This design comes from an exercise in tuning for small area and a short achievable clock period on the open sky130 flow, not from production work. RTL that was checked went through simulation tests only; none was proved equivalent to the original. For runs 4 and 5, only the layout was checked, not whether the RTL still works. Power figures rest on the tool's default switching activity, not on a simulated workload.

==> flow/design.v, too long to show whole: its modules and the start of the top module <==
// module le_fpu_rshift: 16 lines
// module le_fpu_norm: 17 lines
// module le_fpu_mul: 1231 lines
// module le_fpu_fa: 4 lines
// module le_fpu_ha: 4 lines
// module le_fpu_bpp: 3 lines
// module le_fpu: 248 lines
module le_fpu (
    input  wire        clk,
    input  wire        rst,         
    input  wire        in_valid,
    input  wire [31:0] in_insn,
    input  wire [31:0] in_a,        
    input  wire [31:0] in_b,        
    output reg         out_valid,
    output reg         out_fault,   
    output reg         out_wen,     
    output reg  [4:0]  out_rd,
    output reg  [31:0] out_data
);
  // ...
==> flow/flow/run.sh <==
#!/bin/bash
set -euo pipefail
export SETUP_SLACK_MARGIN=${SETUP_SLACK_MARGIN:-5}
export BUFFER_PORTS_ARGS="-buffer_cell sky130_fd_sc_hd__buf_2"
bash standard.sh > run.log 2>&1
==> flow/standard.sh <==
#!/bin/bash
# synth_recipe.tcl (not shown) runs the flow's synth.tcl, then flattens the netlist and writes it again
# the make line also repeats each setting of config.mk as NAME=value (left out here)
make -C /OpenROAD-flow-scripts/flow DESIGN_CONFIG=/design/flow/config.mk WORK_HOME=/design/flow/orfs CLKGATE_MAP_FILE= SYNTH_SCRIPT=/design/flow/synth_recipe.tcl "${@:-finish}"
==> flow/config.mk <==
export PLATFORM = sky130hd
export DESIGN_NAME = le_fpu
export DESIGN_NICKNAME = le_fpu
export VERILOG_FILES = /design/flow/design.v
export SDC_FILE = /design/flow/constraint.sdc
export NUM_CORES = 4
export LEC_CHECK = 0
export CAP_MARGIN = 20
export CORE_MARGIN = 2
export CORE_UTILIZATION = 60
export SLEW_MARGIN = 20
export SYNTH_HIERARCHICAL = 1
export SYNTH_MINIMUM_KEEP_SIZE = 0
==> flow/constraint.sdc <==
create_clock -name core_clock -period 16.0 [get_ports {clk}]
set_input_delay 3.2000 -clock core_clock [delete_from_list [all_inputs] [get_ports {clk}]]
set_output_delay 3.2000 -clock core_clock [all_outputs]
set_load 0.01 [all_outputs]
==> results.txt, run 1 <==
GR Util met1=57.04%; largest fanout on the critical path=47; Pint=2.326 mW; buffering overhead=5.459%; Avg Inst Size Synth=~8.6 um2; GR Util met2=68.43%; vias per cell=7.219; synth top area cells=fa_1 17%, xnor2_1 11%, a22oi_2 11%, ha_1 7.2%, dfxtp_1 5.2%; number of port buffers=133; initial antenna violation count=3; Tmin final=roughly 11000 ps; xor and xnor area share after synthesis=13.16%; Async SR Flop Fraction=0%; io pins=139; post-cts sizing count=72; sequential cell area=0.001703 mm2; Least-Margin Pin Slew=978.9 ps; routed wl met2=between 50 and 60 mm; worst setup margin=around 5100 ps; status=finished clean; most frequent cells after synthesis=405 x xnor2_1, 276 x a22oi_2, 271 x fa_1; LEAKAGE=13.41 nW; Final period util=roughly two thirds; sequential share of the synthesized area=roughly 5.2%; WP data arrival=11080 ps; most common cell after layout, fill and taps aside=xnor2_1; clock buffers=10; core area=approximately 0.054 mm2; Total Nets Final=~4400; Post-CTS Hold Buffers=0; Syn-to-layout area delta=6.658%; placed insts=between 4000 and 5000; max-cap check violation count=0
==> run 2, diff against run 1 <==
==> flow/flow/run.sh (replaced) <==
#!/bin/bash
set -euo pipefail
export SETUP_SLACK_MARGIN=${SETUP_SLACK_MARGIN:-7}
export BUFFER_PORTS_ARGS="-buffer_cell sky130_fd_sc_hd__buf_2"
bash standard.sh > run.log 2>&1
--- a/flow/config.mk
+++ b/flow/config.mk
@@ -7,7 +7,7 @@
 export LEC_CHECK = 0
 export CAP_MARGIN = 20
 export CORE_MARGIN = 2
-export CORE_UTILIZATION = 60
+export CORE_UTILIZATION = 45
 export SLEW_MARGIN = 20
 export SYNTH_HIERARCHICAL = 1
 export SYNTH_MINIMUM_KEEP_SIZE = 0
==> run 2 against run 1 <==
  * Clock power is 15% higher
  * Combinational power up 5.1%
  * Worst hold slack improved by 9.4 ps
  * Count of clock-buffer cells in the layout down 1
  * First-iteration DRC count fell by 14%
  * Non-clock buffer count increased by 140
  * Design area up 9.2%
  * Critical path depth decreased by 1
  * Fmax is 9.1% higher
  * Setup slack improved by 910 ps
  * Largest cell class unchanged
  * Highest routed layer is now met5
==> results.txt, run 2 <==
status=finished clean; Tmin final=9956 ps (-905.1 ps); initial core utilization=45.48%; WL final=between 100 and 150 mm; Pwr Total=~5.6 mW; setup TNS=0 ps; Unique masters post-synth=121; clock buffer depth=2; simple-gate share of the synthesized area=between 10% and 20%; hold_ws=approximately 2900 ps; critical path's most frequent cell=buf_12; adder-cell share of the synthesized area=a little under a quarter; Ys Warns=8; Async SR Flop Fraction=0% (unchanged); most common cell after layout, fill and taps aside=xnor2_1; cell accounting for the most synthesized area=fa_1; die area=0.07441 mm2; LEAKAGE=14.59 nW (+8.8%); area share of the largest cell type after synthesis=16.69%; FILL cells=~6600; Max stage delay cell, worst path=mux4_2; max-cap check violation count=0 (unchanged); number of synthesized register bits=85; Post-synth EDFFs=0; first-pass GRT wire length=just under 200 mm; Die Height=roughly 270 um; largest reg by FF count=r_val; half-perimeter wire length after placement=approximately 88 mm; number of DRC markers in iteration 0=3633; Avg Inst Size Synth=8.560 um2 (unchanged); chip width=~270 um; Final period util=62.23% (-5.7 points); final setup vio count=0; Max Freq=roughly 0.1 GHz; vias per cell=6.580 (-8.9%); Clock Pin Slew Worst Setup and Hold Paths=approximately 70 ps; synth top area cells=fa_1 17%, xnor2_1 11%, a22oi_2 11%, ha_1 7.2%, dfxtp_1 5.2%; multi-input combinational cell area=approximately 0.030 mm2; Startpoint Class=primary input; fin area=~0.038 mm2; placement-stage cell area=0.03422 mm2; Synth Cell Area=between 0.03 and 0.04 mm2; Max Slew Vio Count=0; via count=32570; worst path bufs/invs=7; Pre-Repair DR Iteration Count=6; max reg flops=32; DR WL/cell=26.89 um; top-count cell post-synth=xnor2_1; vias in the first global route=around 31000; Regs by FF count=r_val (32), r_mc (26), r_exp (10); largest delay contributor family on the critical path=compound AO/OA/AOI/OAI gates; largest net degree at the start of global routing=70; Main synth FF type=dfxtp_1; Slowest Stage Delay on Critical Path=~470 ps; complex-gate fraction of the synthesized area=roughly 29%; Req. time, crit path=~16000 ps; Slew HR=slightly below 30%; io pins=139 (unchanged); Max H-tree Level=3; hold path start=in_insn[21]; most frequent cells in the layout=401 x xnor2_1, 277 x a22oi_2, 270 x fa_1, 237 x nor2_1, 231 x nand2_1; Hold/Removal Path Class=in2reg; sequential share of the synthesized area=5.234% (unchanged); Total Nets Final=4550 (+3.4%); CTS root buf=clkbuf_16; xor and xnor area share after synthesis=13.16% (unchanged); WHS Endpoint=r_rd[0]; largest fanout on the critical path=6 (-87%); IR drop worst, VDD=roughly 180 uV; GRT Total Usage=roughly a third; WP data arrival=10180 ps (-900 ps); Least-Margin Pin Slew=1065 ps (+85.78 ps); GR Overflow Total=0; pwr dens=146.7 mW/mm2; Synth Instances=between 3000 and 4000; Worst Setup End Kind=flip-flop; core area=0.07149 mm2 (+33%); largest family of logic cells by synthesized area=compound AO/OA/AOI/OAI gates; GPL Wtd Cong=0.9859; ANT nets after route=0; RSZ-0062 raised after global routing=yes; Hold Path Depth=1; Syn-to-layout area delta=16.46%; share of cells above drive strength 1=between 20 and 30%; TritonCTS Buffers=9; CTS sink count=85; number of port buffers=133 (unchanged); sequential cell area=0.001747 mm2 (+2.6%); most frequent cells after synthesis=405 x xnor2_1, 276 x a22oi_2, 271 x fa_1; fraction of synthesized area in multiplexers=between 7 and 8%; Site Rows=between 90 and 100; Crit Path Class=in2reg; Final Hold Vio Count=0; DRC=0; initial antenna violation count=4 (+1); CTS tree=built
==> run 2: cell types whose count changed in the layout (fill, tap and decap cells not counted), sizes merged, moves of 2 or more <==
cell / previous run / this run
buf: 257 / 393
bufbuf: 0 / 3
bufinv: 1 / 3
clkinv: 6 / 3
inv: 166 / 171
nand2: 243 / 246
nand2b: 52 / 55
==> run 2: worst max path at each step <==
stage / startpoint / endpoint / slack (ps) / cells after the start
4_1_cts: in_a[28] / r_val[26] / 6130 / 35
3_5_place_dp: in_a[18] / r_val[30] / 3860 / 36
3_3_place_gp: in_a[18] / r_val[30] / 3750 / 36
2_1_floorplan: in_a[27] / r_val[30] / 6580 / 33
5_1_grt: in_a[28] / r_val[30] / 5740 / 39
6_report: in_a[28] / r_val[31] / 6040 / 34
==> run 2: where the power goes <==
part	total (mW)	internal, mW	switching [mW]
Clock	0.250	0.155	0.0947
Sequential	0.378	0.294	0.0833
Combinational	4.93	2.05	2.88
Total	5.55	2.50	3.06
==> run 2: final cells by class <==
type	instances	area share [%]
diodes	2	0.01322
clock buffers	9	0.5948
clock inverters	7	0.3305
inverters	170	1.844
multi-input cells	3319	80.52
flip-flops and latches	85	4.613
well taps	950	3.139
repair buffers	406	8.900
repair inverters	2	0.04627
==> run 2: through the flow <==
step | cells | util, % | setup WS [ps]
floorplan | 3841 | - | 6583
global placement | 4745 | 47.88 | 3752
detailed placement | 4745 | 47.88 | 3856
CTS | 4866 | 51.05 | 6133
global route | 4948 | 52.96 | 5741
finish | 4950 | 52.96 | 6044
==> run 2: logic make-up after synthesis <==
logic type               after synthesis
buffers and inverters                444
multiplexers                         199
AO/OA/AOI/OAI                       1177
AND/OR/NAND/NOR                      953
flip-flops                            85
adder cells (fa/ha/maj)              458
other                                  2
XOR/XNOR                             480
==> run 2: layer usage <==
layer  track usage [%]  vias up  share of wire (%)
met5                 0        -              0.019
met4             17.51        4                6.0
met1             44.00    15960                 39
met3             6.177      473                9.8
met2             55.50     1963                 45
li1                  -    14170                  -
==> run 2: what timing repair did <==
action | CTS | global route
hold buffers | 0 | 0
cloned | 11 | 6
gates resized for setup | 238 | 154
endpoints found under the setup margin | 65 | 60
buffers inserted | 94 | 76
pin swaps | 63 | 87
==> run 2: per-module statistics from Yosys (local to each module, per instance) <==
module         cells  area [um2]
le_fpu_fa          1       20.02
le_fpu_norm      245        1822
le_fpu          2110       14880
le_fpu_mul       276        1912
le_fpu_bpp         2       21.27
le_fpu_ha          1       12.51
le_fpu_rshift    329        2462
==> run 3, diff against run 2 <==
==> flow/flow/run.sh (replaced) <==
#!/bin/bash
set -euo pipefail
export SETUP_SLACK_MARGIN=${SETUP_SLACK_MARGIN:-6}
export BUFFER_PORTS_ARGS="-buffer_cell sky130_fd_sc_hd__buf_2"
bash standard.sh > run.log 2>&1
==> run 3 against run 2 <==
  * Sequential share of layout area is 0.058 points higher
  * Design area shrank 3.5%
  * Non-clock buffer count decreased by 63
  * Critical path depth grew 1
  * Highest routed layer unchanged
==> results.txt, run 3 <==
status=finished clean; Startpoint Class=primary input; IR drop worst, VDD=192.7 uV (+4.3%); Seq pwr share=7.1% (+0.3 points); Hold Path Depth=1 (unchanged); Slew HR=33.26% (+4.3 points); largest delay contributor family on the critical path=compound AO/OA/AOI/OAI gates; GR Util met1=44.38% (+0.39 points); Total Nets Final=4478 (-1.6%); placement-stage cell area=0.03387 mm2 (-1.0%); clock buffer depth=2 (unchanged); RSZ-0062 raised after global routing=yes; pwr dens=147.1 mW/mm2 (+0.25%); Pre-Repair DR Iteration Count=9 (+3); initial core utilization=45.48% (unchanged); via count=32140 (-1.3%); GR Util met2=52.60% (-2.9 points); most frequent cells after synthesis=405 x xnor2_1, 276 x a22oi_2, 271 x fa_1; top-count cell post-synth=xnor2_1; Final period util=62.67% (+0.45 points); Async SR Flop Fraction=0% (unchanged); Post-synth EDFFs=0 (unchanged); CTS tree=built; WHS Endpoint=r_rd[3]; largest fanout on the critical path=6 (unchanged); vias per cell=6.590 (+0.15%); CTS root buf=clkbuf_16; met3 Use GR=5.553% (-0.62 points); Regs by FF count=r_val (32), r_mc (26), r_exp (10); TritonCTS Buffers=9 (unchanged); WL final=130.2 mm (-2.1%); DRC=0 (unchanged); Max stage delay cell, worst path=mux4_2; Pint=2.386 mW (-4.4%); Tmin final=10030 ps (+71.22 ps); Req. time, crit path=16210 ps (about the same); Syn-to-layout area delta=12.37%; Clock Pin Slew Worst Setup and Hold Paths=70 ps (about the same); Unique masters post-synth=121 (unchanged); vias in the first global route=30570 (-2.4%); Crit Path Class=in2reg; half-perimeter wire length after placement=87.64 mm (-0.54%); Die Height=272.8 um (unchanged); setup TNS=0 ps (unchanged); final setup vio count=0 (unchanged); largest net degree at the start of global routing=70 (unchanged); area share of the largest cell type after synthesis=16.69% (unchanged); Least-Margin Pin Slew=994.9 ps (-69.74 ps); max reg flops=32 (unchanged); Clk pwr share=3.9% (-0.6 points); WP data arrival=10240 ps (+60 ps); GPL Wtd Cong=0.9767 (-0.93%); Synth Cell Area=0.03251 mm2 (unchanged); number of port buffers=133 (unchanged); most common cell after layout, fill and taps aside=xnor2_1; first-pass GRT wire length=192.4 mm (-2.3%); core area=0.07149 mm2 (unchanged); Slowest Stage Delay on Critical Path=490 ps (+20 ps); largest reg by FF count=r_val; Synth Instances=3798 (unchanged); number of DRC markers in iteration 0=3501 (-3.6%); io pins=139 (unchanged); ANT nets after route=0 (unchanged); number of synthesized register bits=85 (unchanged); LEAKAGE=14.01 nW (-4.0%); critical path's most frequent cell=buf_4; most frequent cells in the layout=404 x xnor2_1, 276 x a22oi_2, 270 x fa_1, 240 x nor2_1, 233 x nand2_1; Sw Ratio=55.59% (+0.52 points); gr busiest metal=met2; cell accounting for the most synthesized area=fa_1; reported net switching power=2.987 mW (-2.4%); Max Slew Vio Count=0 (unchanged); Logic pwr share=89.0% (+0.3 points); Hold/Removal Path Class=in2reg; Worst Setup End Kind=flip-flop; worst path bufs/invs=7 (unchanged); fin area=0.03653 mm2 (-3.5%); Max H-tree Level=3 (unchanged); die area=0.07441 mm2 (unchanged); Final Hold Vio Count=0 (unchanged); Max Freq=0.09972 GHz (-0.71%); hold path start=in_insn[24]; max-cap check violation count=0 (unchanged); chip width=272.8 um (unchanged); sequential share of the synthesized area=5.234% (unchanged); GR Overflow Total=0 (unchanged); CTS sink count=85 (unchanged); DR WL/cell=26.71 um (-0.67%); initial antenna violation count=3 (-1); Avg Inst Size Synth=8.560 um2 (unchanged); Main synth FF type=dfxtp_1; synth top area cells=fa_1 17%, xnor2_1 11%, a22oi_2 11%, ha_1 7.2%, dfxtp_1 5.2%; Ys Warns=8 (unchanged); share of cells above drive strength 1=23.41% (-3.4 points); Site Rows=98 (unchanged); GRT Total Usage=33.50% (-0.89 points)
run 3: cell counts after synthesis:
No cell type changed its count.
run 3: cell type report:
class / count / area, um2
multi-input combinational: 3312 / 29790
sequential: 85 / 1707
inverter: 170 / 688.2
fill: 6815 / 34950
clock inverter: 5 / 60.06
timing repair buffer: 343 / 2851
clock buffer: 10 / 239.0
antenna: 2 / 5.005
tap: 950 / 1189
run 3: per-stage QoR:
| step | setup WS [ps] | util (%) | hold WS [ps] | total power [mW] | std cells |
|---|---|---|---|---|---|
| floorplan | 6015 | - | 3228 | 4.040 | 3841 |
| global placement | 3655 | 47.38 | 3302 | 4.923 | 4745 |
| detailed placement | 3604 | 47.38 | 3304 | 4.939 | 4745 |
| CTS | 6013 | 49.14 | 2933 | 5.223 | 4791 |
| global route | 5614 | 51.10 | 2936 | 5.760 | 4876 |
| finish | 5972 | 51.10 | 2943 | 5.373 | 4877 |
run 3: Yosys stat by module (local to each module, per instance):
module | cell area [um2] | flip-flops and latches | times used | cells inside
le_fpu | 14880 | 85 | 1 | 2110
le_fpu_bpp | 21.27 | 0 | 276 | 2
le_fpu_fa | 20.02 | 0 | 264 | 1
le_fpu_ha | 12.51 | 0 | 22 | 1
le_fpu_mul | 1912 | 0 | 1 | 276
le_fpu_norm | 1822 | 0 | 1 | 245
le_fpu_rshift | 2462 | 0 | 1 | 329
run 3: timing repair:
action / CTS / global route
buffers inserted: 27 / 76
hold buffers: 0 / 0
resized for setup: 163 / 165
pin swaps: 26 / 68
setup endpoints to repair: 59 / 49
gates cloned: 4 / 7
run 3: metal layers:
| metal | wire length [um] | vias to the layer above |
|---|---|---|
| met5 | 83 | - |
| met4 | 7420 | 2 |
| met3 | 12130 | 422 |
| met2 | 57900 | 1919 |
| met1 | 52710 | 15760 |
| li1 | - | 14030 |
run 3: worst max path at each step:
stage	from	endpoint	cells past startpoint
2_1_floorplan	in_a[27]	r_val[31]	31
3_3_place_gp	in_a[29]	r_val[31]	32
3_5_place_dp	in_a[29]	r_val[30]	37
4_1_cts	in_a[27]	r_val[30]	36
5_1_grt	in_a[26]	r_val[24]	38
6_report	in_a[30]	r_val[24]	35
run 3: logic make-up (layout without fill, tap and decap cells):
| logic type | count (synthesis) | in the layout | synth area share (%) |
|---|---|---|---|
| AO/OA/AOI/OAI | 1177 | 1177 | 29.00 |
| XOR/XNOR | 480 | 480 | 13.16 |
| adder cells (fa/ha/maj) | 458 | 458 | 23.88 |
| AND/OR/NAND/NOR | 953 | 953 | 14.66 |
| buffers and inverters | 444 | 528 | 6.966 |
| multiplexers | 199 | 199 | 7.070 |
| flip-flops | 85 | 85 | 5.234 |
| other | 2 | 47 | 0.02310 |
run 3: power by group through the flow:
stage	Sequential (mW)	Clock, mW	Combinational [mW]
global route	0.383	0.221	5.16
global placement	0.376	0	4.55
detailed placement	0.377	0	4.56
finish	0.382	0.211	4.78
CTS	0.373	0.213	4.64
floorplan	0.338	0	3.70
==> module le_fpu, before the edit <==
module le_fpu (
    input  wire        clk,
    input  wire        rst,         
    input  wire        in_valid,
    input  wire [31:0] in_insn,
    input  wire [31:0] in_a,        
    input  wire [31:0] in_b,        
    output reg         out_valid,
    output reg         out_fault,   
    output reg         out_wen,     
    output reg  [4:0]  out_rd,
    output reg  [31:0] out_data
);
    wire [5:0] op   = in_insn[31:26];
    wire [4:0] f_rb = in_insn[15:11];
    wire [4:0] f_rc = in_insn[10:6];
    wire [5:0] func = in_insn[5:0];
    reg legal;
    always @(*) begin
        legal = 1'b0;
        if (op == 6'h04) begin
            case (func)
                6'h00, 6'h01, 6'h02, 6'h07, 6'h08:
                    legal = (f_rc == 5'd0);
                6'h09, 6'h0A, 6'h0B, 6'h0C, 6'h0D, 6'h0E:
                    legal = (f_rb == 5'd0) && (f_rc == 5'd0);
                default:
                    legal = 1'b0;
            endcase
        end
    end
    wire f_add  = (func[5:1] == 5'b00000);              
    wire f_sub  = func[0];
    wire f_mul  = (func == 6'h02);
    wire f_mm   = (func == 6'h07) || (func == 6'h08);
    wire f_min  = (func == 6'h07);
    wire f_abs  = (func == 6'h09);
    wire f_neg  = (func == 6'h0A);
    wire f_cif  = (func == 6'h0B) || (func == 6'h0D);   
    wire f_qif  = func[2];                               
    wire f_cfi  = (func == 6'h0C) || (func == 6'h0E);   
    wire f_qfi  = func[1];                               
    wire f_pass = f_mm | f_abs | f_neg;
    wire        sa = in_a[31];
    wire [7:0]  ea = in_a[30:23];
    wire [22:0] fa = in_a[22:0];
    wire        a_zero = (ea == 8'd0);
    wire        a_emax = (ea == 8'hFF);
    wire        a_fnz  = (fa != 23'd0);
    wire        a_inf  = a_emax & ~a_fnz;
    wire        a_nan  = a_emax & a_fnz;
    wire        sb = in_b[31];
    wire [7:0]  eb = in_b[30:23];
    wire [22:0] fb = in_b[22:0];
    wire        b_zero = (eb == 8'd0);
    wire        b_emax = (eb == 8'hFF);
    wire        b_fnz  = (fb != 23'd0);
    wire        b_inf  = b_emax & ~b_fnz;
    wire        b_nan  = b_emax & b_fnz;
    wire a_ge = (in_a[30:0] >= in_b[30:0]);
    wire a_eq = (in_a[30:0] == in_b[30:0]);
    wire        sb_eff  = sb ^ f_sub;
    wire        eff_sub = sa ^ sb_eff;
    wire        sel_a   = ~f_add | ~a_ge;
    wire        z_sel   = sel_a ? a_zero : b_zero;
    wire [22:0] f_sel   = sel_a ? fa : fb;
    wire [31:0] s_in    = f_cif ? in_a : {1'b0, ~z_sel, f_sel & {23{~z_sel}}, 7'd0};
    wire [8:0]  d_ab    = {1'b0, ea} - {1'b0, eb};
    wire [7:0]  d_ba    = eb - ea;
    wire [7:0]  d_exp   = d_ab[8] ? d_ba : d_ab[7:0];
    wire [8:0]  t_cvt   = (f_qfi ? 9'd126 : 9'd157) - {1'b0, ea};
    wire        cvt_sat = t_cvt[8];                      
    wire [7:0]  sh_full = f_add ? d_exp : (f_cif ? 8'd0 : t_cvt[7:0]);
    wire [32:0] w;
    wire        stk;
    le_fpu_rshift u_rshift (
        .x  (s_in),
        .sh (sh_full[4:0]),
        .big(sh_full[7:5] != 3'd0),
        .w  (w),
        .stk(stk)
    );
    wire [31:0] x_add  = f_add ? {1'b0, 1'b1, (a_ge ? fa : fb), 7'd0} : 32'd0;
    wire [31:0] y_add  = {w[32:2], w[1] | (f_add & (w[0] | stk))};
    wire        inv    = f_add ? eff_sub : sa;
    wire        cin    = inv;
    wire        cfi_up  = w[0] & (stk | w[1]);
    wire [31:0] cfi_val = w[32:1] ^ {32{sa}};
    wire        cfi_inc = sa ^ cfi_up;
    wire [32:0] add_t  = {x_add, 1'b1} + {y_add ^ {32{inv}}, cin};
    wire [31:0] sum    = add_t[32:1];
    wire [47:0] mul_s, mul_c;
    le_fpu_mul u_mul (
        .a({1'b1, fa}),
        .b({1'b1, fb}),
        .s(mul_s),
        .c(mul_c)
    );
    wire [22:0] mul_lo = {1'b0, mul_s[21:0]} + {1'b0, mul_c[21:0]};
    wire        mul_cy = mul_lo[22];
    wire [21:0] mul_t  = mul_s[21:0] ^ mul_c[21:0];
    wire [21:0] mul_o  = {mul_s[20:0] | mul_c[20:0], 1'b0};
    wire        mul_st = (mul_t != mul_o);
    wire mag_a_ge = b_zero | (~a_zero & a_ge);
    wire mag_a_le = a_zero | (~b_zero & (~a_ge | a_eq));
    wire a_le_b = (sa & ~sb) | (~sa & ~sb & mag_a_le) | (sa & sb & mag_a_ge);
    wire a_ge_b = (~sa & sb) | (~sa & ~sb & mag_a_ge) | (sa & sb & mag_a_le);
    wire pick_a = ~f_mm | b_nan | (~a_nan & (f_min ? a_le_b : a_ge_b));
    wire        p_sign = pick_a ? (f_abs ? 1'b0 : (sa ^ f_neg)) : sb;
    wire [30:0] p_mag  = pick_a ? (a_zero ? 31'd0 : in_a[30:0])
                                : (b_zero ? 31'd0 : in_b[30:0]);
    reg        c_rnd, c_sign, c_nan, c_inf, c_zero, c_sat, c_cfi, c_inc, c_mul;
    reg [9:0]  c_exp;
    reg [31:0] c_val;
    always @(*) begin
        c_rnd  = 1'b0;
        c_nan  = 1'b0;
        c_inf  = 1'b0;
        c_zero = 1'b0;
        c_sat  = 1'b0;
        c_cfi  = 1'b0;
        c_inc  = cfi_inc;
        c_mul  = f_mul;
        c_sign = sa;
        c_exp  = 10'd0;
        c_val  = sum;
        if (f_add) begin
            c_sign = a_ge ? sa : sb_eff;
            c_exp  = {2'd0, (a_ge ? ea : eb)} + 10'd1;
            if (a_nan | b_nan | (a_inf & b_inf & eff_sub))
                c_nan = 1'b1;
            else if (a_inf | b_inf) begin
                c_inf  = 1'b1;
                c_sign = a_inf ? sa : sb_eff;
            end else if (a_zero & b_zero) begin
                c_zero = 1'b1;
                c_sign = sa & sb_eff;
            end else
                c_rnd = 1'b1;
        end else if (f_mul) begin
            c_sign = sa ^ sb;
            c_exp  = {2'd0, ea} + {2'd0, eb} - 10'd126;
            c_val  = {mul_s[47:22], mul_cy, mul_st, 4'd0};
            if (a_nan | b_nan | (a_inf & b_zero) | (b_inf & a_zero))
                c_nan = 1'b1;
            else if (a_inf | b_inf)
                c_inf = 1'b1;
            else if (a_zero | b_zero)
                c_zero = 1'b1;
            else
                c_rnd = 1'b1;
        end else if (f_pass) begin
            c_val = {p_sign, p_mag};
            c_nan = f_mm ? (a_nan & b_nan) : a_nan;
        end else if (f_cif) begin
            c_exp = f_qif ? 10'd127 : 10'd158;
            c_rnd = 1'b1;
        end else begin
            c_cfi = 1'b1;
            c_val = cfi_val;
            if (a_nan) begin
                c_zero = 1'b1;
                c_sign = 1'b0;
            end else if (a_inf | cvt_sat)
                c_sat = 1'b1;
        end
    end
    reg        r_rnd, r_sign, r_nan, r_inf, r_zero, r_sat, r_cfi, r_inc, r_mul;
    reg [9:0]  r_exp;
    reg [31:0] r_val;
    reg [25:0] r_mc;                     
    reg        r_valid, r_fault, r_wen;
    reg [4:0]  r_rd;
    always @(posedge clk) begin
        if (rst)
            r_valid <= 1'b0;
        else
            r_valid <= in_valid;
    end
    always @(posedge clk) begin
        r_fault <= ~legal;
        r_wen   <= legal;
        r_rd    <= in_insn[25:21];
        r_rnd   <= c_rnd;
        r_sign  <= c_sign;
        r_nan   <= c_nan;
        r_inf   <= c_inf;
        r_zero  <= c_zero;
        r_sat   <= c_sat;
        r_cfi   <= c_cfi;
        r_inc   <= c_inc;
        r_mul   <= c_mul;
        r_exp   <= c_exp;
        r_val   <= c_val;
        r_mc    <= mul_c[47:22];
    end
    wire [31:0] nz;
    wire [4:0]  lz_n;
    le_fpu_norm u_norm (
        .x (r_val),
        .n (nz),
        .lz(lz_n)
    );
    wire [25:0] mp   = r_val[31:6] + r_mc + {25'd0, r_val[5]};
    wire [31:0] nm   = mp[25] ? {mp, r_val[4], 5'd0} : {mp[24:0], r_val[4], 6'd0};
    wire [31:0] nn   = r_mul ? nm : nz;
    wire [4:0]  lz   = r_mul ? {4'd0, ~mp[25]} : lz_n;
    wire        g_n  = nn[7];
    wire        s_n  = (nn[6:0] != 7'd0);
    wire        up   = g_n & (s_n | nn[8]);
    wire [24:0] m_r  = {1'b0, nn[31:8]} + {24'd0, up};
    wire        cy   = m_r[24];                  
    wire signed [9:0] e0 = $signed(r_exp) - $signed({5'd0, lz});
    wire [7:0]  e_out = cy ? (e0[7:0] + 8'd1) : e0[7:0];
    wire        ex_ge255 = ($signed(r_exp) >= 10'sd255);
    wire        ex_ge256 = ($signed(r_exp) >= 10'sd256);
    wire        ex_eq254 = (r_exp == 10'd254);
    wire        ex_eq255 = (r_exp == 10'd255);
    wire        top1 = r_mul ? mp[25] : r_val[31];
    wire        top2 = r_mul | r_val[30];
    wire        ovf = top1 ? (ex_ge255 | (cy & ex_eq254))
                    : (top2 & (ex_ge256 | (cy & ex_eq255)));
    wire        ex_neg = r_exp[9];
    wire        ex_big = ~r_exp[9] & (r_exp[8:5] != 4'd0);
    wire        unf = ex_neg | (~ex_big & (cy ? (r_exp[4:0] < lz) : (r_exp[4:0] <= lz)));
    wire        val_zero = (r_val == 32'd0);
    wire [31:0] cfi_r = r_val + {31'd0, r_inc};
    always @(*) begin
        out_valid = r_valid;
        out_fault = r_fault;
        out_wen   = r_wen;
        out_rd    = r_rd;
        if (r_nan)
            out_data = 32'h7FC0_0000;
        else if (r_inf | (r_rnd & ovf))
            out_data = {r_sign, 8'hFF, 23'd0};
        else if (r_rnd & val_zero)
            out_data = 32'd0;
        else if (r_zero | (r_rnd & unf))
            out_data = {r_sign, 31'd0};
        else if (r_cfi)
            out_data = (r_sat | (~r_sign & cfi_r[31])) ? {r_sign, {31{~r_sign}}} : cfi_r;
        else if (r_rnd)
            out_data = {r_sign, e_out, m_r[22:0]};
        else
            out_data = r_val;
    end
endmodule
==> run 4, diff against run 3 <==
--- a/flow/design.v
+++ b/flow/design.v
@@ -1336,25 +1336,32 @@
     wire a_eq = (in_a[30:0] == in_b[30:0]);
     wire        sb_eff  = sb ^ f_sub;
     wire        eff_sub = sa ^ sb_eff;
-    wire        sel_a   = ~f_add | ~a_ge;
-    wire        z_sel   = sel_a ? a_zero : b_zero;
-    wire [22:0] f_sel   = sel_a ? fa : fb;
-    wire [31:0] s_in    = f_cif ? in_a : {1'b0, ~z_sel, f_sel & {23{~z_sel}}, 7'd0};
     wire [8:0]  d_ab    = {1'b0, ea} - {1'b0, eb};
-    wire [7:0]  d_ba    = eb - ea;
-    wire [7:0]  d_exp   = d_ab[8] ? d_ba : d_ab[7:0];
+    wire [8:0]  d_ba    = {1'b0, eb} - {1'b0, ea};
     wire [8:0]  t_cvt   = (f_qfi ? 9'd126 : 9'd157) - {1'b0, ea};
     wire        cvt_sat = t_cvt[8];                      
-    wire [7:0]  sh_full = f_add ? d_exp : (f_cif ? 8'd0 : t_cvt[7:0]);
-    wire [32:0] w;
-    wire        stk;
-    le_fpu_rshift u_rshift (
-        .x  (s_in),
-        .sh (sh_full[4:0]),
-        .big(sh_full[7:5] != 3'd0),
-        .w  (w),
-        .stk(stk)
+    wire [7:0]  sh_a    = f_add ? d_ba[7:0] : (f_cif ? 8'd0 : t_cvt[7:0]);
+    wire [31:0] xa_in   = f_cif ? in_a : {1'b0, ~a_zero, fa & {23{~a_zero}}, 7'd0};
+    wire [31:0] xb_in   = {1'b0, ~b_zero, fb & {23{~b_zero}}, 7'd0};
+    wire [32:0] wa, wb;
+    wire        stka, stkb;
+    le_fpu_rshift u_rshift_a (
+        .x  (xa_in),
+        .sh (sh_a[4:0]),
+        .big(sh_a[7:5] != 3'd0),
+        .w  (wa),
+        .stk(stka)
     );
+    le_fpu_rshift u_rshift_b (
+        .x  (xb_in),
+        .sh (d_ab[4:0]),
+        .big(d_ab[7:5] != 3'd0),
+        .w  (wb),
+        .stk(stkb)
+    );
+    wire        sel_a = ~f_add | ~a_ge;
+    wire [32:0] w     = sel_a ? wa : wb;
+    wire        stk   = sel_a ? stka : stkb;
     wire [31:0] x_add  = f_add ? {1'b0, 1'b1, (a_ge ? fa : fb), 7'd0} : 32'd0;
     wire [31:0] y_add  = {w[32:2], w[1] | (f_add & (w[0] | stk))};
     wire        inv    = f_add ? eff_sub : sa;
==> flow/run.sh (new file) <==
#!/bin/bash
# synth_recipe.tcl (not shown) runs the flow's synth.tcl, then flattens the netlist and writes it again
# the make line also repeats each setting of config.mk as NAME=value (left out here)
make -C /OpenROAD-flow-scripts/flow DESIGN_CONFIG=/design/flow/config.mk WORK_HOME=/design/flow/orfs CLKGATE_MAP_FILE= SYNTH_SCRIPT=/design/flow/synth_recipe.tcl finish
--- a/flow/config.mk
+++ b/flow/config.mk
@@ -8,6 +8,7 @@
 export CAP_MARGIN = 20
 export CORE_MARGIN = 2
 export CORE_UTILIZATION = 45
+export SETUP_SLACK_MARGIN = 5
 export SLEW_MARGIN = 20
 export SYNTH_HIERARCHICAL = 1
 export SYNTH_MINIMUM_KEEP_SIZE = 0
removed: flow/flow/run.sh
removed: flow/standard.sh
==> run 4 against run 3 <==
  * Global-route usage increased by 0.29 points
  * Synthesized cell count increased by 9.0%
  * Combinational power increased by 2%
  * Via count increased by 5.5%
  * Sequential cell count unchanged
  * Synthesized area increased by 6.7%
  * Setup slack got worse by 610 ps
  * Critical path depth decreased by 14
  * Cell count increased by 7.0%
  * Highest routed layer unchanged
==> results.txt, run 4 <==
DR WL/cell=26.12 um (-2.2%); CTS tree=built; Synth Instances=4138 (+9.0%); Slew HR=24.20% (-9.1 points); Non-Filler Instances=5218 (+7.0%); Final Hold Vio Count=0 (unchanged); most frequent cells after synthesis=446 x xnor2_1, 363 x nand2_1, 276 x a22oi_2; Avg Inst Size Synth=8.383 um2 (-2.1%); Startpoint Class=flip-flop; GPL Wtd Cong=0.9968 (+2.1%); WP depth=21 (-40%); CTS root buf=clkbuf_16; largest delay contributor family on the critical path=compound AO/OA/AOI/OAI gates; Ys Warns=8 (unchanged); max-cap check violation count=0 (unchanged); Final period util=66.46% (+3.8 points); io pins=139 (unchanged); Unique masters post-synth=115 (-5.0%); LEAKAGE=14.11 nW (+0.72%); Post-CTS Hold Buffers=0 (unchanged); Sw Ratio=55.42% (-0.16 points); number of synthesized register bits=85 (unchanged); area share of the largest cell type after synthesis=15.64% (-1.0 points); Max H-tree Level=3 (unchanged); Hold/Removal Path Class=in2reg; largest fanout on the critical path=35 (+29); final setup vio count=0 (unchanged); placement-stage cell area=0.03679 mm2 (+8.6%); die area=0.07932 mm2 (+6.6%); Total Nets Final=4741 (+5.9%); Die Height=281.6 um (+3.2%); WL final=136.3 mm (+4.6%); Req. time, crit path=12800 ps (-3410 ps); TritonCTS Buffers=9 (unchanged); clock buffer depth=2 (unchanged); fin util=48.87% (-2.2 points); via count=33900 (+5.5%); number of DRC markers in iteration 0=3855 (+10%); hold path start=in_insn[24]; Slowest Stage Delay on Critical Path=690 ps (+200 ps); RSZ-0062 raised after global routing=no; Tmin final=10630 ps (+605.6 ps); most frequent cells in the layout=443 x xnor2_1, 360 x nand2_1, 276 x a22oi_2, 275 x a21oi_1, 271 x fa_1; largest reg by FF count=r_val; sequential share of the synthesized area=4.906% (-0.33 points); cell accounting for the most synthesized area=fa_1; Site Rows=101 (+3.1%); Pint=2.433 mW (+2.0%); pwr dens=146.8 mW/mm2 (-0.19%); placed insts=5197 (+9.5%); synth top area cells=fa_1 16%, xnor2_1 11%, a22oi_2 10%, ha_1 6.8%, dfxtp_1 4.9%; met3 wire length=13.17 mm (+8.5%); CTS sink count=85 (unchanged); vias per cell=6.497 (-1.4%); Clock Pin Slew Worst Setup and Hold Paths=80 ps (about the same); chip width=281.6 um (+3.2%); IR drop worst, VDD=158.9 uV (-18%); Async SR Flop Fraction=0% (unchanged); setup TNS=0 ps (unchanged); vias in the first global route=32730 (+7.1%); max reg flops=32 (unchanged); half-perimeter wire length after placement=96.38 mm (+10%); ANT nets after route=0 (unchanged); share of cells above drive strength 1=15.33% (-8.1 points); Syn-to-layout area delta=7.185%; GRT Total Usage=33.80% (+0.29 points); Main synth FF type=dfxtp_1; routed wl met2=60.61 mm (+4.7%); CP Cell Sequence=or4_4 > a211oi_2 > nand2b_2 > inv_2 > a221o_1 > a21oi_1 > a21o_1 > inv_6 > o41ai_1 > a21oi_1 > nand3_1 > nand2_1 > ha_1 > o2111ai_1 > nor4_1 > and4b_2 > a21o_1 > a211oi_4 > nand2_4 > a21oi_1 > clkdlybuf4s50_1; Worst Setup End Kind=output pin; Pwr Total=5.458 mW (+1.6%); WHS Endpoint=r_rd[3]; Synth Cell Area=0.03469 mm2 (+6.7%); GR Overflow Total=0 (unchanged); reported net switching power=3.025 mW (+1.3%); Max Slew Vio Count=0 (unchanged); Hold Path Depth=1 (unchanged); status=finished clean; Pre-Repair DR Iteration Count=6 (-3); first-pass GRT wire length=204.9 mm (+6.5%); worst setup margin=5367 ps (-605.6 ps); wl on met1=54.65 mm (+3.7%); number of port buffers=133 (unchanged); DRC=0 (unchanged); Crit Path Class=reg2out; top-count cell post-synth=xnor2_1; Post-synth EDFFs=0 (unchanged); initial core utilization=45.60% (+0.12 points); Clk pwr share=4.0% (about the same); WP data arrival=7430 ps (-2810 ps); Seq pwr share=6.8% (-0.3 points); Least-Margin Pin Slew=1137 ps (+142.0 ps); Setup crit start=r_val[20]; core area=0.07608 mm2 (+6.4%); hold_ws=3269 ps (+326.6 ps); initial antenna violation count=2 (-1); uppermost routed layer=met5; fin area=0.03718 mm2 (+1.8%); Max Freq=0.09404 GHz (-5.7%); largest net degree at the start of global routing=58 (-17%); Max stage delay cell, worst path=or4_4; most common cell after layout, fill and taps aside=xnor2_1; dpl ws=4971 ps (+1367 ps); worst path bufs/invs=3 (-4); Logic pwr share=89.1% (about the same); critical path's most frequent cell=a21oi_1; Regs by FF count=r_val (32), r_mc (26), r_exp (10); diode count=0 (-2)
-- run 4: metal layers --
metal	vias up	global-route usage, %
li1	15050	-
met1	16450	44.09
met2	1965	52.84
met3	434	6.820
met4	4	17.53
met5	-	0
-- run 4: logic make-up after synthesis --
kind of cell	after synthesis	synth area share [%]
adder cells (fa/ha/maj)	460	22.45
AND/OR/NAND/NOR	1089	15.13
multiplexers	225	8.585
XOR/XNOR	497	12.77
flip-flops	85	4.906
AO/OA/AOI/OAI	1293	28.91
buffers and inverters	486	7.225
other	3	0.03246
-- run 4: area by class of cell --
class / count / area (um2)
Fill cell: 7579 / 38900
Multi-Input combinational cell: 3654 / 31120
Timing Repair Buffer: 258 / 2095
Sequential cell: 85 / 1702
Tap cell: 1030 / 1289
Inverter: 175 / 666.9
Clock buffer: 9 / 225.2
Clock inverter: 7 / 80.08
-- run 4: worst max path at each step --
stage,end,slack (ps)
6_report,out_data[20],5370
5_1_grt,out_data[20],5010
4_1_cts,out_data[16],5040
3_5_place_dp,out_data[16],4970
3_3_place_gp,out_data[16],4940
2_1_floorplan,r_val[5],6230
-- run 4: power by group through the flow --
stage / Combinational, mW / Clock [mW] / Sequential (mW)
6_report: 4.87 / 0.219 / 0.374
2_1_floorplan: 3.86 / 0 / 0.338
4_1_cts: 4.78 / 0.223 / 0.368
3_5_place_dp: 4.73 / 0 / 0.373
3_3_place_gp: 4.72 / 0 / 0.373
5_1_grt: 5.29 / 0.231 / 0.375
-- run 4: timing repair --
item,in CTS,in global routing
endpoints found under the hold margin,0,0
pin swaps,0,1
setup buffers,0,5
resized for setup,2,9
endpoints found under the setup margin,22,32
-- run 4: modules after synthesis, one instance, submodules excluded --
module	cells	cell area, um2
le_fpu	2185	15080
le_fpu_bpp	2	21.27
le_fpu_fa	1	20.02
le_fpu_ha	1	12.51
le_fpu_mul	276	1912
le_fpu_norm	245	1822
le_fpu_rshift	297	2223
==> run 5, diff against run 4 <==
--- a/flow/design.v
+++ b/flow/design.v
@@ -14,22 +14,36 @@
     assign w   = big ? 33'd0 : t[64:32];
     assign stk = ((x & lost) != 32'd0);
 endmodule
-module le_fpu_norm (
+module le_fpu_lzc (
     input  wire [31:0] x,
-    output wire [31:0] n,
     output wire [4:0]  lz
 );
-    wire        z4 = (x[31:16] == 16'd0);
-    wire [31:0] n4 = z4 ? {x[15:0], 16'd0} : x;
-    wire        z3 = (n4[31:24] == 8'd0);
-    wire [31:0] n3 = z3 ? {n4[23:0], 8'd0} : n4;
-    wire        z2 = (n3[31:28] == 4'd0);
-    wire [31:0] n2 = z2 ? {n3[27:0], 4'd0} : n3;
-    wire        z1 = (n2[31:30] == 2'd0);
-    wire [31:0] n1 = z1 ? {n2[29:0], 2'd0} : n2;
-    wire        z0 = ~n1[31];
-    assign n  = z0 ? {n1[30:0], 1'b0} : n1;
-    assign lz = {z4, z3, z2, z1, z0};
+    reg [15:0] v1;  reg [15:0] c1;
+    reg [7:0]  v2;  reg [15:0] c2;
+    reg [3:0]  v3;  reg [11:0] c3;
+    reg [1:0]  v4;  reg [7:0]  c4;
+    reg [4:0]  c5;
+    integer i;
+    always @(*) begin
+        for (i = 0; i < 16; i = i + 1) begin
+            v1[i] = x[2*i+1] | x[2*i];
+            c1[i] = ~x[2*i+1];
+        end
+        for (i = 0; i < 8; i = i + 1) begin
+            v2[i] = v1[2*i+1] | v1[2*i];
+            c2[2*i +: 2] = v1[2*i+1] ? {1'b0, c1[2*i+1]} : {1'b1, c1[2*i]};
+        end
+        for (i = 0; i < 4; i = i + 1) begin
+            v3[i] = v2[2*i+1] | v2[2*i];
+            c3[3*i +: 3] = v2[2*i+1] ? {1'b0, c2[4*i+2 +: 2]} : {1'b1, c2[4*i +: 2]};
+        end
+        for (i = 0; i < 2; i = i + 1) begin
+            v4[i] = v3[2*i+1] | v3[2*i];
+            c4[4*i +: 4] = v3[2*i+1] ? {1'b0, c3[6*i+3 +: 3]} : {1'b1, c3[6*i +: 3]};
+        end
+        c5 = v4[1] ? {1'b0, c4[7:4]} : {1'b1, c4[3:0]};
+    end
+    assign lz = c5;
 endmodule
 module le_fpu_mul (
     input  wire [23:0] a,
@@ -1371,6 +1385,11 @@
     wire        cfi_inc = sa ^ cfi_up;
     wire [32:0] add_t  = {x_add, 1'b1} + {y_add ^ {32{inv}}, cin};
     wire [31:0] sum    = add_t[32:1];
+    wire [4:0]  sum_lz;
+    le_fpu_lzc u_lzc (
+        .x (sum),
+        .lz(sum_lz)
+    );
     wire [47:0] mul_s, mul_c;
     le_fpu_mul u_mul (
         .a({1'b1, fa}),
@@ -1451,6 +1470,7 @@
     reg [9:0]  r_exp;
     reg [31:0] r_val;
     reg [25:0] r_mc;                     
+    reg [4:0]  r_lz;
     reg        r_valid, r_fault, r_wen;
     reg [4:0]  r_rd;
     always @(posedge clk) begin
@@ -1475,25 +1495,25 @@
         r_exp   <= c_exp;
         r_val   <= c_val;
         r_mc    <= mul_c[47:22];
+        r_lz    <= sum_lz;
     end
-    wire [31:0] nz;
-    wire [4:0]  lz_n;
-    le_fpu_norm u_norm (
-        .x (r_val),
-        .n (nz),
-        .lz(lz_n)
-    );
+    wire [31:0] nz   = r_val << r_lz;
+    wire [4:0]  lz_n = r_lz;
     wire [25:0] mp   = r_val[31:6] + r_mc + {25'd0, r_val[5]};
     wire [31:0] nm   = mp[25] ? {mp, r_val[4], 5'd0} : {mp[24:0], r_val[4], 6'd0};
     wire [31:0] nn   = r_mul ? nm : nz;
-    wire [4:0]  lz   = r_mul ? {4'd0, ~mp[25]} : lz_n;
     wire        g_n  = nn[7];
     wire        s_n  = (nn[6:0] != 7'd0);
     wire        up   = g_n & (s_n | nn[8]);
     wire [24:0] m_r  = {1'b0, nn[31:8]} + {24'd0, up};
     wire        cy   = m_r[24];                  
-    wire signed [9:0] e0 = $signed(r_exp) - $signed({5'd0, lz});
-    wire [7:0]  e_out = cy ? (e0[7:0] + 8'd1) : e0[7:0];
+    wire [7:0]  ef0 = r_exp[7:0] - {3'd0, lz_n};
+    wire [7:0]  ef1 = r_exp[7:0] - {3'd0, lz_n} + 8'd1;
+    wire [7:0]  em0 = r_exp[7:0] - 8'd1;
+    wire [7:0]  em1 = r_exp[7:0];
+    wire [7:0]  em2 = r_exp[7:0] + 8'd1;
+    wire [7:0]  e_out = r_mul ? (mp[25] ? (cy ? em2 : em1) : (cy ? em1 : em0))
+                              : (cy ? ef1 : ef0);
     wire        ex_ge255 = ($signed(r_exp) >= 10'sd255);
     wire        ex_ge256 = ($signed(r_exp) >= 10'sd256);
     wire        ex_eq254 = (r_exp == 10'd254);
@@ -1504,7 +1524,11 @@
                     : (top2 & (ex_ge256 | (cy & ex_eq255)));
     wire        ex_neg = r_exp[9];
     wire        ex_big = ~r_exp[9] & (r_exp[8:5] != 4'd0);
-    wire        unf = ex_neg | (~ex_big & (cy ? (r_exp[4:0] < lz) : (r_exp[4:0] <= lz)));
+    wire        ex_le0 = ex_neg | (r_exp == 10'd0);
+    wire        ex_le1 = ex_le0 | (r_exp == 10'd1);
+    wire        unf_f  = ex_neg | (~ex_big & (cy ? (r_exp[4:0] < lz_n) : (r_exp[4:0] <= lz_n)));
+    wire        unf_m  = mp[25] ? (cy ? ex_neg : ex_le0) : (cy ? ex_le0 : ex_le1);
+    wire        unf    = r_mul ? unf_m : unf_f;
     wire        val_zero = (r_val == 32'd0);
     wire [31:0] cfi_r = r_val + {31'd0, r_inc};
     always @(*) begin
==> flow/flow/run.sh (new file) <==
#!/bin/bash
set -euo pipefail
export SETUP_SLACK_MARGIN=${SETUP_SLACK_MARGIN:-5}
export BUFFER_PORTS_ARGS="-buffer_cell sky130_fd_sc_hd__buf_2"
bash standard.sh > run.log 2>&1
==> flow/standard.sh (new file) <==
#!/bin/bash
# synth_recipe.tcl (not shown) runs the flow's synth.tcl, then flattens the netlist and writes it again
# the make line also repeats each setting of config.mk as NAME=value (left out here)
make -C /OpenROAD-flow-scripts/flow DESIGN_CONFIG=/design/flow/config.mk WORK_HOME=/design/flow/orfs CLKGATE_MAP_FILE= SYNTH_SCRIPT=/design/flow/synth_recipe.tcl "${@:-finish}"
--- a/flow/config.mk
+++ b/flow/config.mk
@@ -8,7 +8,6 @@
 export CAP_MARGIN = 20
 export CORE_MARGIN = 2
 export CORE_UTILIZATION = 45
-export SETUP_SLACK_MARGIN = 5
 export SLEW_MARGIN = 20
 export SYNTH_HIERARCHICAL = 1
 export SYNTH_MINIMUM_KEEP_SIZE = 0
removed: flow/run.sh
==> run 5 against run 4 <==
  * Sequential cell count up 5
  * Setup slack better by 15 ps
  * Count of clock-buffer cells in the layout up 2
  * Worst hold slack worse by 360 ps
  * Cell count up 3.2%
  * Highest routed layer unchanged
==> results.txt, run 5 <==
sequential cell area=0.001804 mm2 (+6.0%); initial antenna violation count=6 (+4); Synth Cell Area=0.03613 mm2 (+4.2%); GPL Wtd Cong=0.9806 (-1.6%); Pre-Repair DR Iteration Count=6 (unchanged); vias per cell=6.532 (+0.53%); Slowest Stage Delay on Critical Path=790 ps (+100 ps); hold path start=in_insn[25]; Tmin final=10620 ps (-14.59 ps); Max Slew Vio Count=0 (unchanged); vias in the first global route=33500 (+2.4%); largest reg by FF count=r_val; core area=0.07926 mm2 (+4.2%); Syn-to-layout area delta=5.586%; initial core utilization=45.58% (about the same); max-cap check violation count=0 (unchanged); number of synthesized register bits=90 (+5.9%); CTS tree=built; Async SR Flop Fraction=0% (unchanged); Main synth FF type=dfxtp_1; wl on met1=59.29 mm (+8.5%); Clock Pin Slew Worst Setup and Hold Paths=80 ps (about the same); Hold Path Depth=1 (unchanged); most frequent cells in the layout=445 x xnor2_1, 334 x nand2_1, 302 x nor2_1, 276 x a22oi_2, 271 x fa_1; top-count cell post-synth=xnor2_1; TritonCTS Buffers=9 (unchanged); Synth Instances=4311 (+4.2%); Post-synth EDFFs=0 (unchanged); fraction of synthesized area in multiplexers=10.23% (+1.6 points); status=finished clean; uppermost routed layer=met5; Site Rows=103 (+2.0%); Crit Path Class=reg2out; synth top area cells=fa_1 15%, xnor2_1 11%, a22oi_2 9.6%, ha_1 6.6%, dfxtp_1 5.0%; io pins=139 (unchanged); Least-Margin Pin Slew=1249 ps (+112.1 ps); largest family of logic cells by synthesized area=compound AO/OA/AOI/OAI gates; IR drop worst, VDD=437.0 uV (+180%); Avg Inst Size Synth=8.380 um2 (about the same); largest net degree at the start of global routing=70 (+21%); Die Height=287.3 um (+2.0%); CTS sink count=90 (+5.9%); WL final=144.5 mm (+6.1%); final setup vio count=0 (unchanged); adder-cell share of the synthesized area=21.67% (-0.78 points); Hold/Removal Path Class=in2reg; max reg flops=32 (unchanged); CTS root buf=clkbuf_16; ANT nets after route=0 (unchanged); RSZ-0062 raised after global routing=yes; Unique masters post-synth=109 (-5.2%); routed wl met2=62.98 mm (+3.9%); complex-gate fraction of the synthesized area=27.76% (-1.1 points); setup TNS=0 ps (unchanged); Setup crit start=r_val[20]; Regs by FF count=r_val (32), r_mc (26), r_exp (10); simple-gate share of the synthesized area=15.29% (+0.16 points); area share of the largest cell type after synthesis=15.02% (-0.62 points); largest fanout on the critical path=32 (-8.6%); Ys Warns=9 (+1); Req. time, crit path=12800 ps (about the same); WP data arrival=7420 ps (about the same); DRC=0 (unchanged); Startpoint Class=flip-flop; cell accounting for the most synthesized area=fa_1; met3 wire length=13.92 mm (+5.7%); xor and xnor area share after synthesis=12.81% (+0.049 points); multi-input combinational cell area=0.03239 mm2 (+4.1%); Pwr Total=5.432 mW (-0.47%); DR WL/cell=26.85 um (+2.8%); Final Hold Vio Count=0 (unchanged); Worst Setup End Kind=output pin; number of DRC markers in iteration 0=3929 (+1.9%); half-perimeter wire length after placement=107.3 mm (+11%); chip width=287.3 um (+2.0%); Max Freq=0.09417 GHz (+0.14%); die area=0.08256 mm2 (+4.1%); Max stage delay cell, worst path=dfxtp_1; pwr dens=142.4 mW/mm2 (-3.0%); most frequent cells after synthesis=449 x xnor2_1, 335 x nand2_1, 305 x nor2_1; most common cell after layout, fill and taps aside=xnor2_1; first-pass GRT wire length=215.7 mm (+5.3%); FILL cells=7821 (+3.2%); share of cells above drive strength 1=17.13% (+1.8 points); via count=35160 (+3.7%); Total Nets Final=4888 (+3.1%); GRT Total Usage=34.20% (+0.40 points); clock buffer depth=2 (unchanged); number of port buffers=133 (unchanged); GR Overflow Total=0 (unchanged); LEAKAGE=14.84 nW (+5.2%); Max H-tree Level=3 (unchanged); Slew HR=15.97% (-8.2 points); CP Cell Sequence=ha_1 > a21oi_2 > o211ai_1 > a21o_1 > or3_1 > o211a_4 > xnor2_4 > buf_4 > nand2_1 > o21ai_0 > a21o_1 > ha_1 > o31ai_1 > nand4bb_1 > nor3_2 > nand3_2 > a22o_1 > nor2_2 > nand2_1 > a2111oi_0 > buf_2; sequential share of the synthesized area=4.987% (+0.082 points); Final period util=66.37% (-0.091 points)
[run 5: cell families (layout without fill, tap and decap cells)]
family,after synthesis,count (layout)
compound gates,1298,1299
simple gates,1144,1144
buf+inv,528,456
xor+xnor,517,517
fa+ha+maj,463,463
mux,268,268
flops,90,90
other cells,3,96
[run 5: Yosys stat by module, one instance, submodules excluded]
module | area (um2) | times used | cells inside | flip-flops and latches
le_fpu | 17490 | 1 | 2512 | 90
le_fpu_bpp | 21.27 | 276 | 2 | 0
le_fpu_fa | 20.02 | 264 | 1 | 0
le_fpu_ha | 12.51 | 22 | 1 | 0
le_fpu_lzc | 331.6 | 1 | 55 | 0
le_fpu_mul | 1926 | 1 | 276 | 0
le_fpu_rshift | 2475 | 2 | 315 | 0
[run 5: path summary, 6_finish.rpt]
kind | slack, ps | to
setup / recovery | 5380 | out_data[9]
hold / removal | 2910 | r_rd[4]
[run 5: worst max-delay path, delay by kind of cell (launching register included)]
family	cells	cell delay, ps
AND/OR/NAND/NOR	7	2470
AO/OA/AOI/OAI	9	2260
flip-flops	1	790
adder cells (fa/ha/maj)	2	640
buffers and inverters	2	630
XOR/XNOR	1	210
[run 5: what timing repair did]
action / CTS / global route
endpoints found under the setup margin: 5 / 13
pin swaps: 2 / 3
hold buffers: 0 / 0
cloned: 1 / 0
gates resized for setup: 7 / 19
setup buffers: 3 / 3
[run 5: area by class of cell]
type	instances	share of cell area, %
multi-input combinational	3785	84.91
sequential	90	4.730
timing repair buffer	257	4.261
tap	1050	3.444
inverter	183	1.830
clock buffer	11	0.6363
clock inverter	5	0.1771
antenna	2	0.01312
[run 5: through the flow]
stage	area (um2)	std cells	setup slack [ps]	util, %	hold slack, ps
floorplan	36470	4402	6223	-	3228
global placement	37680	5358	4124	47.54	3303
detailed placement	37680	5358	4096	47.54	3304
CTS	38040	5378	5081	48.00	2900
global route	38140	5381	4942	48.12	2905
finish	38150	5383	5381	48.13	2911
[run 5: power by group]
group | internal, mW | total (mW) | switching (mW)
combinational | 1.99 | 4.81 | 2.82
clock | 0.128 | 0.232 | 0.104
sequential | 0.304 | 0.392 | 0.0875
[run 5: routing by layer]
layer,vias to the layer above,GRT usage [%]
li1,15600,-
met4,8,17.53
met2,1897,52.43
met5,-,0
met3,390,6.373
met1,17270,45.80

afterwards: timing with drivers on the ports:
No port has a modelled driver above. Below, the same layouts with a new extraction and two added sets of constraints. Step 1 (the two cells are an assumption about what drives the block):
set clk [get_ports {clk}]
set_driving_cell -lib_cell sky130_fd_sc_hd__clkbuf_16 $clk
set_driving_cell -lib_cell sky130_fd_sc_hd__buf_2 [delete_from_list [all_inputs] $clk]
Step 2 times the ports against the registers' clock, not the clock port: input delays grow and output delays shrink by t, the midpoint of the rising clock arrivals with the driver on. Slacks: ideal / step 1 / step 2; pairs: ideal / step 1.
run	t, ns	setup WS [ns]	worst setup path at the end	latest minus earliest clock arrival (ns)	slew at the worst register clock pin (ns)
run 1	0.409	5.138 / 5.161 / 4.751	input to register	0.016 / 0.017	0.07 / 0.07
run 2	0.404	6.044 / 6.032 / 5.628	input to register	0.012 / 0.012	0.07 / 0.07
run 3	0.397	5.972 / 5.962 / 5.565	input to register	0.011 / 0.010	0.07 / 0.07
run 4	0.405	5.367 / 5.320 / 5.195	input to register	0.020 / 0.019	0.08 / 0.08
run 5	0.422	5.381 / 5.333 / 5.074	input to register	0.018 / 0.017	0.08 / 0.08
After both steps every run listed still meets setup and hold. The setup slack of run 2, which loses most, moves by -0.012 ns with the drivers and by -0.416 ns with both steps.
